Background: an optimization exercise with open tools, aiming at small area. Do not read the settings as production practice.
Only simulation tests tie the RTL to the original design; equivalence was not proved.
Power figures rest on the tool's default switching activity, not on a simulated workload.

[design/flow/run.sh]
#!/bin/bash
# synth_recipe.tcl (not shown) runs the flow's synth.tcl, then flattens the netlist and writes it again
# the make line also repeats each setting of config.mk as NAME=value (left out here)
make -C /OpenROAD-flow-scripts/flow DESIGN_CONFIG=/design/flow/config.mk WORK_HOME=/design/flow/orfs CLKGATE_MAP_FILE= SYNTH_SCRIPT=/design/flow/synth_recipe.tcl finish
[design/flow/config.mk]
export PLATFORM = sky130hd
export DESIGN_NAME = ctl_decim
export DESIGN_NICKNAME = ctl_decim
export VERILOG_FILES = /design/flow/design.v
export SDC_FILE = /design/flow/constraint.sdc
export NUM_CORES = 4
export LEC_CHECK = 0
export CAP_MARGIN = 20
export CORE_MARGIN = 2
export CORE_UTILIZATION = 40
export SLEW_MARGIN = 20
[design/flow/constraint.sdc]
create_clock -name core_clock -period 12.0 [get_ports {clk}]
set_input_delay 2.4000 -clock core_clock [delete_from_list [all_inputs] [get_ports {clk}]]
set_output_delay 2.4000 -clock core_clock [all_outputs]
set_load 0.01 [all_outputs]
[design/flow/design.v]
module ctl_decim_chan (
    input  wire        clk,
    input  wire        rst,
    input  wire        en,           
    input  wire [1:0]  cord,         
    input  wire [1:0]  cosr,         
    input  wire [3:0]  blk,          
    input  wire [17:0] offset,       
    input  wire [17:0] drift,
    input  wire [1:0]  hc,           
    input  wire [15:0] gain,         
    output reg  [1:0]  d_ch,
    output reg         out_valid,
    output reg  [1:0]  out_ch,
    output reg  [23:0] out_data
);
    function [303:0] wtab;
        input [6:0] key;
        begin
            wtab = {304{1'b0}};
            wtab = wtab | ({304{key == 7'd0}} & {19'd0, 19'd0, 19'd0, 19'd0, 19'd0, 19'd0, 19'd0, 19'd0, 19'd0, 19'd0, 19'd0, 19'd0, 19'd262144, 19'd262144, 19'd262144, 19'd262144});
            wtab = wtab | ({304{key == 7'd8}} & {19'd0, 19'd0, 19'd0, 19'd0, 19'd0, 19'd0, 19'd0, 19'd0, 19'd0, 19'd0, 19'd0, 19'd0, 19'd131072, 19'd131072, 19'd131072, 19'd131072});
            wtab = wtab | ({304{key == 7'd9}} & {19'd0, 19'd0, 19'd0, 19'd0, 19'd0, 19'd0, 19'd0, 19'd0, 19'd0, 19'd0, 19'd0, 19'd0, 19'd131072, 19'd131072, 19'd131072, 19'd131072});
            wtab = wtab | ({304{key == 7'd16}} & {19'd0, 19'd0, 19'd0, 19'd0, 19'd0, 19'd0, 19'd0, 19'd0, 19'd0, 19'd0, 19'd0, 19'd0, 19'd65536, 19'd65536, 19'd65536, 19'd65536});
            wtab = wtab | ({304{key == 7'd17}} & {19'd0, 19'd0, 19'd0, 19'd0, 19'd0, 19'd0, 19'd0, 19'd0, 19'd0, 19'd0, 19'd0, 19'd0, 19'd65536, 19'd65536, 19'd65536, 19'd65536});
            wtab = wtab | ({304{key == 7'd18}} & {19'd0, 19'd0, 19'd0, 19'd0, 19'd0, 19'd0, 19'd0, 19'd0, 19'd0, 19'd0, 19'd0, 19'd0, 19'd65536, 19'd65536, 19'd65536, 19'd65536});
            wtab = wtab | ({304{key == 7'd19}} & {19'd0, 19'd0, 19'd0, 19'd0, 19'd0, 19'd0, 19'd0, 19'd0, 19'd0, 19'd0, 19'd0, 19'd0, 19'd65536, 19'd65536, 19'd65536, 19'd65536});
            wtab = wtab | ({304{key == 7'd24}} & {19'd0, 19'd0, 19'd0, 19'd0, 19'd0, 19'd0, 19'd0, 19'd0, 19'd0, 19'd0, 19'd0, 19'd0, 19'd32768, 19'd32768, 19'd32768, 19'd32768});
            wtab = wtab | ({304{key == 7'd25}} & {19'd0, 19'd0, 19'd0, 19'd0, 19'd0, 19'd0, 19'd0, 19'd0, 19'd0, 19'd0, 19'd0, 19'd0, 19'd32768, 19'd32768, 19'd32768, 19'd32768});
            wtab = wtab | ({304{key == 7'd26}} & {19'd0, 19'd0, 19'd0, 19'd0, 19'd0, 19'd0, 19'd0, 19'd0, 19'd0, 19'd0, 19'd0, 19'd0, 19'd32768, 19'd32768, 19'd32768, 19'd32768});
            wtab = wtab | ({304{key == 7'd27}} & {19'd0, 19'd0, 19'd0, 19'd0, 19'd0, 19'd0, 19'd0, 19'd0, 19'd0, 19'd0, 19'd0, 19'd0, 19'd32768, 19'd32768, 19'd32768, 19'd32768});
            wtab = wtab | ({304{key == 7'd28}} & {19'd0, 19'd0, 19'd0, 19'd0, 19'd0, 19'd0, 19'd0, 19'd0, 19'd0, 19'd0, 19'd0, 19'd0, 19'd32768, 19'd32768, 19'd32768, 19'd32768});
            wtab = wtab | ({304{key == 7'd29}} & {19'd0, 19'd0, 19'd0, 19'd0, 19'd0, 19'd0, 19'd0, 19'd0, 19'd0, 19'd0, 19'd0, 19'd0, 19'd32768, 19'd32768, 19'd32768, 19'd32768});
            wtab = wtab | ({304{key == 7'd30}} & {19'd0, 19'd0, 19'd0, 19'd0, 19'd0, 19'd0, 19'd0, 19'd0, 19'd0, 19'd0, 19'd0, 19'd0, 19'd32768, 19'd32768, 19'd32768, 19'd32768});
            wtab = wtab | ({304{key == 7'd31}} & {19'd0, 19'd0, 19'd0, 19'd0, 19'd0, 19'd0, 19'd0, 19'd0, 19'd0, 19'd0, 19'd0, 19'd0, 19'd32768, 19'd32768, 19'd32768, 19'd32768});
            wtab = wtab | ({304{key == 7'd32}} & {19'd0, 19'd0, 19'd0, 19'd0, 19'd0, 19'd0, 19'd0, 19'd0, 19'd196608, 19'd131072, 19'd65536, 19'd0, 19'd65536, 19'd131072, 19'd196608, 19'd262144});
            wtab = wtab | ({304{key == 7'd40}} & {19'd0, 19'd0, 19'd0, 19'd0, 19'd0, 19'd0, 19'd0, 19'd0, 19'd49152, 19'd32768, 19'd16384, 19'd0, 19'd81920, 19'd98304, 19'd114688, 19'd131072});
            wtab = wtab | ({304{key == 7'd41}} & {19'd0, 19'd0, 19'd0, 19'd0, 19'd0, 19'd0, 19'd0, 19'd0, 19'd114688, 19'd98304, 19'd81920, 19'd65536, 19'd16384, 19'd32768, 19'd49152, 19'd65536});
            wtab = wtab | ({304{key == 7'd48}} & {19'd0, 19'd0, 19'd0, 19'd0, 19'd0, 19'd0, 19'd0, 19'd0, 19'd12288, 19'd8192, 19'd4096, 19'd0, 19'd53248, 19'd57344, 19'd61440, 19'd65536});
            wtab = wtab | ({304{key == 7'd49}} & {19'd0, 19'd0, 19'd0, 19'd0, 19'd0, 19'd0, 19'd0, 19'd0, 19'd28672, 19'd24576, 19'd20480, 19'd16384, 19'd36864, 19'd40960, 19'd45056, 19'd49152});
            wtab = wtab | ({304{key == 7'd50}} & {19'd0, 19'd0, 19'd0, 19'd0, 19'd0, 19'd0, 19'd0, 19'd0, 19'd45056, 19'd40960, 19'd36864, 19'd32768, 19'd20480, 19'd24576, 19'd28672, 19'd32768});
            wtab = wtab | ({304{key == 7'd51}} & {19'd0, 19'd0, 19'd0, 19'd0, 19'd0, 19'd0, 19'd0, 19'd0, 19'd61440, 19'd57344, 19'd53248, 19'd49152, 19'd4096, 19'd8192, 19'd12288, 19'd16384});
            wtab = wtab | ({304{key == 7'd56}} & {19'd0, 19'd0, 19'd0, 19'd0, 19'd0, 19'd0, 19'd0, 19'd0, 19'd3072, 19'd2048, 19'd1024, 19'd0, 19'd29696, 19'd30720, 19'd31744, 19'd32768});
            wtab = wtab | ({304{key == 7'd57}} & {19'd0, 19'd0, 19'd0, 19'd0, 19'd0, 19'd0, 19'd0, 19'd0, 19'd7168, 19'd6144, 19'd5120, 19'd4096, 19'd25600, 19'd26624, 19'd27648, 19'd28672});
            wtab = wtab | ({304{key == 7'd58}} & {19'd0, 19'd0, 19'd0, 19'd0, 19'd0, 19'd0, 19'd0, 19'd0, 19'd11264, 19'd10240, 19'd9216, 19'd8192, 19'd21504, 19'd22528, 19'd23552, 19'd24576});
            wtab = wtab | ({304{key == 7'd59}} & {19'd0, 19'd0, 19'd0, 19'd0, 19'd0, 19'd0, 19'd0, 19'd0, 19'd15360, 19'd14336, 19'd13312, 19'd12288, 19'd17408, 19'd18432, 19'd19456, 19'd20480});
            wtab = wtab | ({304{key == 7'd60}} & {19'd0, 19'd0, 19'd0, 19'd0, 19'd0, 19'd0, 19'd0, 19'd0, 19'd19456, 19'd18432, 19'd17408, 19'd16384, 19'd13312, 19'd14336, 19'd15360, 19'd16384});
            wtab = wtab | ({304{key == 7'd61}} & {19'd0, 19'd0, 19'd0, 19'd0, 19'd0, 19'd0, 19'd0, 19'd0, 19'd23552, 19'd22528, 19'd21504, 19'd20480, 19'd9216, 19'd10240, 19'd11264, 19'd12288});
            wtab = wtab | ({304{key == 7'd62}} & {19'd0, 19'd0, 19'd0, 19'd0, 19'd0, 19'd0, 19'd0, 19'd0, 19'd27648, 19'd26624, 19'd25600, 19'd24576, 19'd5120, 19'd6144, 19'd7168, 19'd8192});
            wtab = wtab | ({304{key == 7'd63}} & {19'd0, 19'd0, 19'd0, 19'd0, 19'd0, 19'd0, 19'd0, 19'd0, 19'd31744, 19'd30720, 19'd29696, 19'd28672, 19'd1024, 19'd2048, 19'd3072, 19'd4096});
            wtab = wtab | ({304{key == 7'd64}} & {19'd0, 19'd0, 19'd0, 19'd0, 19'd49152, 19'd16384, 19'd0, 19'd0, 19'd196608, 19'd196608, 19'd163840, 19'd98304, 19'd16384, 19'd49152, 19'd98304, 19'd163840});
            wtab = wtab | ({304{key == 7'd72}} & {19'd0, 19'd0, 19'd0, 19'd0, 19'd6144, 19'd2048, 19'd0, 19'd0, 19'd94208, 19'd86016, 19'd73728, 19'd57344, 19'd30720, 19'd43008, 19'd57344, 19'd73728});
            wtab = wtab | ({304{key == 7'd73}} & {19'd0, 19'd0, 19'd0, 19'd0, 19'd43008, 19'd30720, 19'd20480, 19'd12288, 19'd86016, 19'd94208, 19'd98304, 19'd98304, 19'd2048, 19'd6144, 19'd12288, 19'd20480});
            wtab = wtab | ({304{key == 7'd80}} & {19'd0, 19'd0, 19'd0, 19'd0, 19'd768, 19'd256, 19'd0, 19'd0, 19'd41472, 19'd38400, 19'd34816, 19'd30720, 19'd23296, 19'd26880, 19'd30720, 19'd34816});
            wtab = wtab | ({304{key == 7'd81}} & {19'd0, 19'd0, 19'd0, 19'd0, 19'd5376, 19'd3840, 19'd2560, 19'd1536, 19'd48640, 19'd47616, 19'd46080, 19'd44032, 19'd11520, 19'd14080, 19'd16896, 19'd19968});
            wtab = wtab | ({304{key == 7'd82}} & {19'd0, 19'd0, 19'd0, 19'd0, 19'd14080, 19'd11520, 19'd9216, 19'd7168, 19'd47616, 19'd48640, 19'd49152, 19'd49152, 19'd3840, 19'd5376, 19'd7168, 19'd9216});
            wtab = wtab | ({304{key == 7'd83}} & {19'd0, 19'd0, 19'd0, 19'd0, 19'd26880, 19'd23296, 19'd19968, 19'd16896, 19'd38400, 19'd41472, 19'd44032, 19'd46080, 19'd256, 19'd768, 19'd1536, 19'd2560});
            wtab = wtab | ({304{key == 7'd88}} & {19'd0, 19'd0, 19'd0, 19'd0, 19'd96, 19'd32, 19'd0, 19'd0, 19'd18752, 19'd17856, 19'd16896, 19'd15872, 19'd13920, 19'd14880, 19'd15872, 19'd16896});
            wtab = wtab | ({304{key == 7'd89}} & {19'd0, 19'd0, 19'd0, 19'd0, 19'd672, 19'd480, 19'd320, 19'd192, 19'd21696, 19'd21056, 19'd20352, 19'd19584, 19'd10400, 19'd11232, 19'd12096, 19'd12992});
            wtab = wtab | ({304{key == 7'd90}} & {19'd0, 19'd0, 19'd0, 19'd0, 19'd1760, 19'd1440, 19'd1152, 19'd896, 19'd23616, 19'd23232, 19'd22784, 19'd22272, 19'd7392, 19'd8096, 19'd8832, 19'd9600});
            wtab = wtab | ({304{key == 7'd91}} & {19'd0, 19'd0, 19'd0, 19'd0, 19'd3360, 19'd2912, 19'd2496, 19'd2112, 19'd24512, 19'd24384, 19'd24192, 19'd23936, 19'd4896, 19'd5472, 19'd6080, 19'd6720});
            wtab = wtab | ({304{key == 7'd92}} & {19'd0, 19'd0, 19'd0, 19'd0, 19'd5472, 19'd4896, 19'd4352, 19'd3840, 19'd24384, 19'd24512, 19'd24576, 19'd24576, 19'd2912, 19'd3360, 19'd3840, 19'd4352});
            wtab = wtab | ({304{key == 7'd93}} & {19'd0, 19'd0, 19'd0, 19'd0, 19'd8096, 19'd7392, 19'd6720, 19'd6080, 19'd23232, 19'd23616, 19'd23936, 19'd24192, 19'd1440, 19'd1760, 19'd2112, 19'd2496});
            wtab = wtab | ({304{key == 7'd94}} & {19'd0, 19'd0, 19'd0, 19'd0, 19'd11232, 19'd10400, 19'd9600, 19'd8832, 19'd21056, 19'd21696, 19'd22272, 19'd22784, 19'd480, 19'd672, 19'd896, 19'd1152});
            wtab = wtab | ({304{key == 7'd95}} & {19'd0, 19'd0, 19'd0, 19'd0, 19'd14880, 19'd13920, 19'd12992, 19'd12096, 19'd17856, 19'd18752, 19'd19584, 19'd20352, 19'd32, 19'd96, 19'd192, 19'd320});
            wtab = wtab | ({304{key == 7'd96}} & {19'd4096, 19'd0, 19'd0, 19'd0, 19'd126976, 19'd81920, 19'd40960, 19'd16384, 19'd126976, 19'd163840, 19'd180224, 19'd163840, 19'd4096, 19'd16384, 19'd40960, 19'd81920});
            wtab = wtab | ({304{key == 7'd104}} & {19'd256, 19'd0, 19'd0, 19'd0, 19'd41216, 19'd30720, 19'd21504, 19'd14336, 19'd80640, 19'd86016, 19'd88064, 19'd86016, 19'd8960, 19'd14336, 19'd21504, 19'd30720});
            wtab = wtab | ({304{key == 7'd105}} & {19'd8960, 19'd5120, 19'd2560, 19'd1024, 19'd80640, 19'd72704, 19'd62976, 19'd52224, 19'd41216, 19'd52224, 19'd62976, 19'd72704, 19'd256, 19'd1024, 19'd2560, 19'd5120});
            wtab = wtab | ({304{key == 7'd112}} & {19'd16, 19'd0, 19'd0, 19'd0, 19'd15440, 19'd13056, 19'd10880, 19'd8960, 19'd42800, 19'd43520, 19'd43776, 19'd43520, 19'd7280, 19'd8960, 19'd10880, 19'd13056});
            wtab = wtab | ({304{key == 7'd113}} & {19'd560, 19'd320, 19'd160, 19'd64, 19'd26096, 19'd23360, 19'd20640, 19'd17984, 19'd36240, 19'd38336, 19'd40160, 19'd41664, 19'd2640, 19'd3520, 19'd4576, 19'd5824});
            wtab = wtab | ({304{key == 7'd114}} & {19'd2640, 19'd1920, 19'd1344, 19'd896, 19'd36240, 19'd33920, 19'd31424, 19'd28800, 19'd26096, 19'd28800, 19'd31424, 19'd33920, 19'd560, 19'd896, 19'd1344, 19'd1920});
            wtab = wtab | ({304{key == 7'd115}} & {19'd7280, 19'd5824, 19'd4576, 19'd3520, 19'd42800, 19'd41664, 19'd40160, 19'd38336, 19'd15440, 19'd17984, 19'd20640, 19'd23360, 19'd16, 19'd64, 19'd160, 19'd320});
            wtab = wtab | ({304{key == 7'd120}} & {19'd1, 19'd0, 19'd0, 19'd0, 19'd6541, 19'd5984, 19'd5456, 19'd4960, 19'd21731, 19'd21824, 19'd21856, 19'd21824, 19'd4495, 19'd4960, 19'd5456, 19'd5984});
            wtab = wtab | ({304{key == 7'd121}} & {19'd35, 19'd20, 19'd10, 19'd4, 19'd8999, 19'd8356, 19'd7730, 19'd7124, 19'd20809, 19'd21116, 19'd21374, 19'd21580, 19'd2925, 19'd3276, 19'd3654, 19'd4060});
            wtab = wtab | ({304{key == 7'd122}} & {19'd165, 19'd120, 19'd84, 19'd56, 19'd11681, 19'd11000, 19'd10324, 19'd9656, 19'd19151, 19'd19624, 19'd20060, 19'd20456, 19'd1771, 19'd2024, 19'd2300, 19'd2600});
            wtab = wtab | ({304{key == 7'd123}} & {19'd455, 19'd364, 19'd286, 19'd220, 19'd14395, 19'd13724, 19'd13046, 19'd12364, 19'd16949, 19'd17540, 19'd18106, 19'd18644, 19'd969, 19'd1140, 19'd1330, 19'd1540});
            wtab = wtab | ({304{key == 7'd124}} & {19'd969, 19'd816, 19'd680, 19'd560, 19'd16949, 19'd16336, 19'd15704, 19'd15056, 19'd14395, 19'd15056, 19'd15704, 19'd16336, 19'd455, 19'd560, 19'd680, 19'd816});
            wtab = wtab | ({304{key == 7'd125}} & {19'd1771, 19'd1540, 19'd1330, 19'd1140, 19'd19151, 19'd18644, 19'd18106, 19'd17540, 19'd11681, 19'd12364, 19'd13046, 19'd13724, 19'd165, 19'd220, 19'd286, 19'd364});
            wtab = wtab | ({304{key == 7'd126}} & {19'd2925, 19'd2600, 19'd2300, 19'd2024, 19'd20809, 19'd20456, 19'd20060, 19'd19624, 19'd8999, 19'd9656, 19'd10324, 19'd11000, 19'd35, 19'd56, 19'd84, 19'd120});
            wtab = wtab | ({304{key == 7'd127}} & {19'd4495, 19'd4060, 19'd3654, 19'd3276, 19'd21731, 19'd21580, 19'd21374, 19'd21116, 19'd6541, 19'd7124, 19'd7730, 19'd8356, 19'd1, 19'd4, 19'd10, 19'd20});
        end
    endfunction
    reg [4*21-1:0] a0r;
    reg [4*20-1:0] a1r;
    reg [4*19-1:0] a2r;
    reg [4*16-1:0] a3r;
    reg [4*3-1:0]  qr;
    reg [4*2-1:0]  cr;
    reg [3:0]      actr;
    wire [20:0] a0 = a0r[20:0];
    wire [19:0] a1 = a1r[19:0];
    wire [18:0] a2 = a2r[18:0];
    wire [15:0] a3 = a3r[15:0];
    wire [2:0]  q  = qr[2:0];
    wire [1:0]  cnt = cr[1:0];
    wire        run = en && actr[0];
    wire [303:0] w = wtab({cord, cosr, q});
    function [18:0] wsel;
        input [303:0] ww;
        input integer j;
        input integer i;
        input b;
        wsel = b ? ww[19*(4*j+i) +: 19] : 19'd0;
    endfunction
    wire [20:0] s0 = a0 + wsel(w,0,0,blk[3]) + wsel(w,0,1,blk[2]) + wsel(w,0,2,blk[1]) + wsel(w,0,3,blk[0]);
    wire [19:0] s1 = a1 + wsel(w,1,0,blk[3]) + wsel(w,1,1,blk[2]) + wsel(w,1,2,blk[1]) + wsel(w,1,3,blk[0]);
    wire [18:0] s2 = a2 + wsel(w,2,0,blk[3]) + wsel(w,2,1,blk[2]) + wsel(w,2,2,blk[1]) + wsel(w,2,3,blk[0]);
    wire [15:0] s3 = a3 + wsel(w,3,0,blk[3]) + wsel(w,3,1,blk[2]) + wsel(w,3,2,blk[1]) + wsel(w,3,3,blk[0]);
    wire [2:0] qlast = (3'd1 << cosr) - 3'd1;
    wire       last  = (q == qlast);
    reg [20:0] n0;
    reg [19:0] n1;
    reg [18:0] n2;
    reg [15:0] n3;
    reg [2:0]  nq;
    reg [1:0]  nc;
    always @(*) begin
        if (!run) begin
            n0 = 21'd0; n1 = 20'd0; n2 = 19'd0; n3 = 16'd0; nq = 3'd0; nc = 2'd0;
        end else if (last) begin
            n0 = {1'b0, s1}; n1 = {1'b0, s2}; n2 = {3'b0, s3}; n3 = 16'd0;
            nq = 3'd0; nc = (cnt == 2'd3) ? 2'd3 : cnt + 2'd1;
        end else begin
            n0 = s0; n1 = s1; n2 = s2; n3 = s3; nq = q + 3'd1; nc = cnt;
        end
    end
    always @(posedge clk) begin
        a0r <= {n0, a0r[4*21-1:21]};
        a1r <= {n1, a1r[4*20-1:20]};
        a2r <= {n2, a2r[4*19-1:19]};
        a3r <= {n3, a3r[4*16-1:16]};
        qr  <= {nq, qr[4*3-1:3]};
        cr  <= {nc, cr[4*2-1:2]};
        if (rst)
            actr <= 4'd0;
        else
            actr <= {en, actr[3:1]};
    end
    wire signed [22:0] r2    = {1'b0, s0, 1'b0};
    wire signed [22:0] offx  = {{5{offset[17]}}, offset};
    wire signed [22:0] drx   = {{5{drift[17]}}, drift};
    wire signed [22:0] dfull = r2 - 23'sd1048576 - offx - drx;
    reg         d_valid;
    reg  signed [21:0] d;
    always @(posedge clk) begin
        if (rst)
            d_valid <= 1'b0;
        else
            d_valid <= run && last && (cnt >= cord);
        d    <= dfull[21:0];
        d_ch <= hc;
    end
    wire signed [15:0] g       = gain;
    wire signed [37:0] prod    = d * g;
    wire signed [25:0] rounded = (prod + 38'sd2048) >>> 12;
    wire signed [23:0] sat     = (rounded >  26'sd8388607) ? 24'sh7FFFFF :
                                 (rounded < -26'sd8388608) ? 24'sh800000 :
                                 rounded[23:0];
    always @(posedge clk) begin
        if (rst)
            out_valid <= 1'b0;
        else
            out_valid <= d_valid;
        out_ch   <= d_ch;
        out_data <= sat;
    end
endmodule
module ctl_decim (
    input  wire         clk,
    input  wire         rst,
    input  wire [7:0]   bs_in,
    input  wire         cfg_we,
    input  wire [2:0]   cfg_ch,
    input  wire [1:0]   cfg_sel,
    input  wire [17:0]  cfg_wdata,
    output wire [7:0]   out_valid,
    output wire [191:0] out_data,
    output reg          cfg_err
);
    reg  [7:0]   en;
    reg  [15:0]  cord;           
    reg  [15:0]  cosr;           
    reg  [15:0]  boff;           
    reg  [143:0] offset;         
    reg  [143:0] drift;
    reg  [127:0] gain;           
    reg  [55:0]  hist;           
    reg  [1:0]   ph;             
    wire       w_en   = en[cfg_ch];
    wire [1:0] w_cord = cord[2*cfg_ch +: 2];
    wire [1:0] w_cosr = cosr[2*cfg_ch +: 2];
    wire refuse = cfg_we && w_en && ((cfg_sel != 2'd0) || (cfg_wdata[4:1] != {w_cosr, w_cord}));
    wire take   = cfg_we && !refuse;
    always @(posedge clk) begin
        if (rst) begin
            cfg_err <= 1'b0;
            ph      <= 2'd0;
        end else begin
            cfg_err <= refuse;
            ph      <= ph + 2'd1;
        end
    end
    genvar c;
    generate
        for (c = 0; c < 8; c = c + 1) begin : g_ch
            wire wr = take && (cfg_ch == c);
            always @(posedge clk) begin
                hist[7*c +: 7] <= {hist[7*c +: 6], bs_in[c]};
                if (rst) begin
                    en[c]               <= 1'b0;
                    offset[18*c +: 18]  <= 18'd0;
                    drift[18*c +: 18]   <= 18'd0;
                    gain[16*c +: 16]    <= 16'd4096;
                end else if (wr) begin
                    case (cfg_sel)
                        2'd0: en[c] <= cfg_wdata[0];
                        2'd1: offset[18*c +: 18] <= cfg_wdata[17:0];
                        2'd2: drift[18*c +: 18]  <= cfg_wdata[17:0];
                        default: gain[16*c +: 16] <= cfg_wdata[15:0];
                    endcase
                end
                if (wr && (cfg_sel == 2'd0) && !en[c]) begin
                    cord[2*c +: 2] <= cfg_wdata[2:1];
                    cosr[2*c +: 2] <= cfg_wdata[4:3];
                    boff[2*c +: 2] <= (c % 4) - ph - 2'd1;
                end
            end
        end
    endgenerate
    genvar l;
    generate
        for (l = 0; l < 2; l = l + 1) begin : g_lane
            wire [2:0]  hch = 4*l + ph;
            wire [1:0]  bo  = boff[2*hch +: 2];
            wire [6:0]  hh  = hist[7*hch +: 7];
            wire [3:0]  blk = hh[bo +: 4];
            wire [1:0]  d_ch;
            wire        ov;
            wire [1:0]  och;
            wire [23:0] od;
            ctl_decim_chan u_lane (
                .clk       (clk),
                .rst       (rst),
                .en        (en[hch]),
                .cord      (cord[2*hch +: 2]),
                .cosr      (cosr[2*hch +: 2]),
                .blk       (blk),
                .offset    (offset[18*hch +: 18]),
                .drift     (drift[18*hch +: 18]),
                .hc        (ph),
                .gain      (gain[16*(4*l + d_ch) +: 16]),
                .d_ch      (d_ch),
                .out_valid (ov),
                .out_ch    (och),
                .out_data  (od)
            );
            assign out_valid[4*l +: 4] = {4{ov}} & (4'd1 << och);
            assign out_data[96*l +: 96] = {4{od}};
        end
    endgenerate
endmodule
==> reports/results.ini <==
[outcome]
outcome=complete, no violations

[clock_network]
htree_num_levels=4
tritoncts=yes
clock_sinks=1287
clkTransAtPathRegs_ps=70
cts_resized=0
clk_path_buf_depth=3
postCtsSetupBuffers=0
cts_buffers=140
clock_latency_ps=810
holdBufCountCts=0
cts_root_buf=clkbuf_16

[synth]
syn_area_per_cell_sq_um=9.26
ys.flop_type=dfxtp_1
ys_ff_latch=1287
synth-edff-count=48
synth_seq_area_share=0.295
synth_area_sq_mm=0.0890
async_flop_share=0
ys_warn_count=2
synthesis.instances=9614
syn-num-nets=11200
synth.distinct_cells=87

[setup_path]
endpoint_kind=flop
arrival_ps=11110
r2r-end=g_lane[0].u_lane.d[21]
critPathMaxStageDelay_ps=730
worstReg2RegStart=ph[0]
r2r_cells=34
crit_family=adder cells
cp_slowest_cell=nor2_1
worst_setup_path_start_kind=flop
crit_buf_inv=4
crit_required_ps=12660
cp_max_fo=25
r2r_slack_ps=1550
path_class=flop to flop

[drt]
drc_errors=0
viasPerCell=5.36
first_iter_violations=5442
drt-total-wl_um=289000
wl_per_cell_um=23.0
drt-pass1-iter-count=5
ant_nets=0
vias=67500

[floorplan]
num_rows=173
dieArea_sq_mm=0.226
initial_utilization=0.402
ioPinCount=235
die_x_um=476
coreArea_sq_mm=0.222
die_h_um=476

[hold_path]
min_to=g_lane[1].u_lane.a2r[46]
hold_start=g_lane[1].u_lane.a2r[65]
whs_path_depth=0
timing.hold.worst.class=flop to flop

[layout]
layout_common_cells=nand2_1 (1831), dfxtp_1 (1235), inv_1 (1177)
final_common_cell=nand2_1
nets=11100
layout-drive-gt1-share=0.0652
area_growth_pct=10.3

[placed_design]
dp_hpwl_um=222000
io_buffers=234
globalplace.congestion=0.996

[grt]
grt_pass1_wl_um=441000
grt_pass1_vias=69000
grt_use_total=0.258
antenna_found_initial=22
grt.overflow.total=0
grt_start_max_net_pins=260

[pwr]
finalPower_w=0.0146
cellPowerDensity_mw_per_mm2=148
ir_worst_vdd_uv=140
p_leak_nw=41.9

[timing]
setup_viol=0
skew_ps=24.4
fmax_ghz=0.0957
setup-tns-final_ps=0
min_period_over_period=0.871
rsz0062_at_grt=false
drv_slew=0
finalHoldViolCount=0
layout_min_cycle_time_ps=10450
worstMarginPinSlew_ps=1210
slew_headroom=0.189

[run]
maxCapViolCount=0

==> worst reg2reg max path: cells and delay by family (launching register included) <==
kind / cells / cell delay (ps)
adder cells (fa/ha/maj): 7 / 2770
AND/OR/NAND/NOR: 11 / 2740
AO/OA/AOI/OAI: 9 / 2710
multiplexers: 1 / 730
flip-flops: 1 / 650
buffers and inverters: 4 / 450
XOR/XNOR: 2 / 260
==> power by group <==
| group | switching, W | total, W | internal [W] |
|---|---|---|---|
| Combinational | 0.00298 | 0.00521 | 0.00223 |
| Sequential | 0.000348 | 0.00485 | 0.00451 |
| Clock | 0.00186 | 0.00450 | 0.00265 |
==> state kept, by name (all words and copies together), names as in the netlist, 44 cells and up <==
| register | flops |
|---|---|
| drift | 144 |
| g_lane.u_lane.a3r | 128 |
| g_lane.u_lane.out_data | 48 |
| offset | 144 |
| gain | 128 |
| g_lane.u_lane.a0r | 168 |
| g_lane.u_lane.a2r | 152 |
| g_lane.u_lane.a1r | 160 |
| hist | 56 |
| g_lane.u_lane.d | 44 |
==> worst max-delay path by stage <==
stage	slack, ps	cells past startpoint	to	start
global placement	1780	34	g_lane[0].u_lane.d[21]	ph[0]
global route	850	34	g_lane[0].u_lane.d[21]	ph[0]
detailed placement	1700	32	g_lane[1].u_lane.d[21]	ph[0]
floorplan	3340	36	g_lane[1].u_lane.d[21]	ph[0]
CTS	1660	34	g_lane[0].u_lane.d[21]	ph[0]
finish	1550	34	g_lane[0].u_lane.d[21]	ph[0]
==> layout make-up <==
class / count / area [sq um]
diodes: 7 / 17.5
clock buffers: 188 / 4000
clock inverters: 66 / 825
fillers: 21400 / 123000
inverters: 1179 / 4430
multi-input cells: 6526 / 55500
flip-flops and latches: 1287 / 26300
well taps: 2975 / 3720
repair buffers: 374 / 3410
==> synthesized netlist by cell type (59+ instances only) <==
cell      count  area [sq um]
nand2_1    1833          6880
nand3_1     107           536
buf_4       145          1090
fa_1       1098         22000
ha_1        437          5470
buf_2        71           355
and2_1      276          1730
inv_1      1177          4420
xor2_1       65           569
mux4_2      139          3130
a31oi_1      62           388
o21ai_0     246          1230
nor2_1      459          1720
xnor2_1     151          1320
clkbuf_1    368          1380
o41ai_1      60           526
o31ai_1      59           443
dfxtp_1    1239         24800
a21oi_1     712          3560
nand2b_1     62           388
nor3_1      102           510
a21o_1       94           706
==> cells by family after synthesis <==
| family | synth area share |
|---|---|
| AO/OA/AOI/OAI | 0.0966 |
| XOR/XNOR | 0.0213 |
| adder cells (fa/ha/maj) | 0.308 |
| buffers and inverters | 0.0837 |
| flip-flops | 0.295 |
| multiplexers | 0.0404 |
| AND/OR/NAND/NOR | 0.155 |
==> per-layer routing <==
metal | vias to the layer above | global-route usage | routed length, um
li1 | 30500 | - | -
met1 | 34400 | 0.355 | 128000
met2 | 2116 | 0.416 | 135000
met3 | 469 | 0.0392 | 17500
met4 | 10 | 0.0796 | 8970
met5 | - | 0 | 56
==> metrics by stage <==
step                      setup WS (ps)  area, sq um  cells   util  hold WS (ps)
after global routing                849        98200  12600  0.443           319
after CTS                          1660        98100  12600  0.443           315
after floorplan                    3340        89000   9614      -           310
after global placement             1780        93300  12300  0.421           310
final                              1550        98200  12600  0.443           316
after detailed placement           1700        93300  12300  0.421           312

-- port drivers added, routing unchanged --
Ports are ideal in the flow. The routed layout listed here was re-timed in OpenROAD.
Step 1: set_driving_cell puts a clkbuf_16 on clk and a buf_2 on each other input, an assumption about the parent block.
Step 2 moves the port delays by t, midway between the first and last clock arrival at a register: inputs arrive t later, outputs are due t later. That takes back most of the time a late clock gives input paths.
a / b / c = ideal ports / drivers / drivers and shift; a / b = the first two.
t, ns: 0.873
setup WS [ns]: 1.551 / 1.551 / 1.551
worst register clock-pin slew, ns: 0.07 / 0.07
After both steps this run still meets setup and hold. The setup slack of this run moves by 0.000 ns with the drivers and by 0.000 ns with both steps.
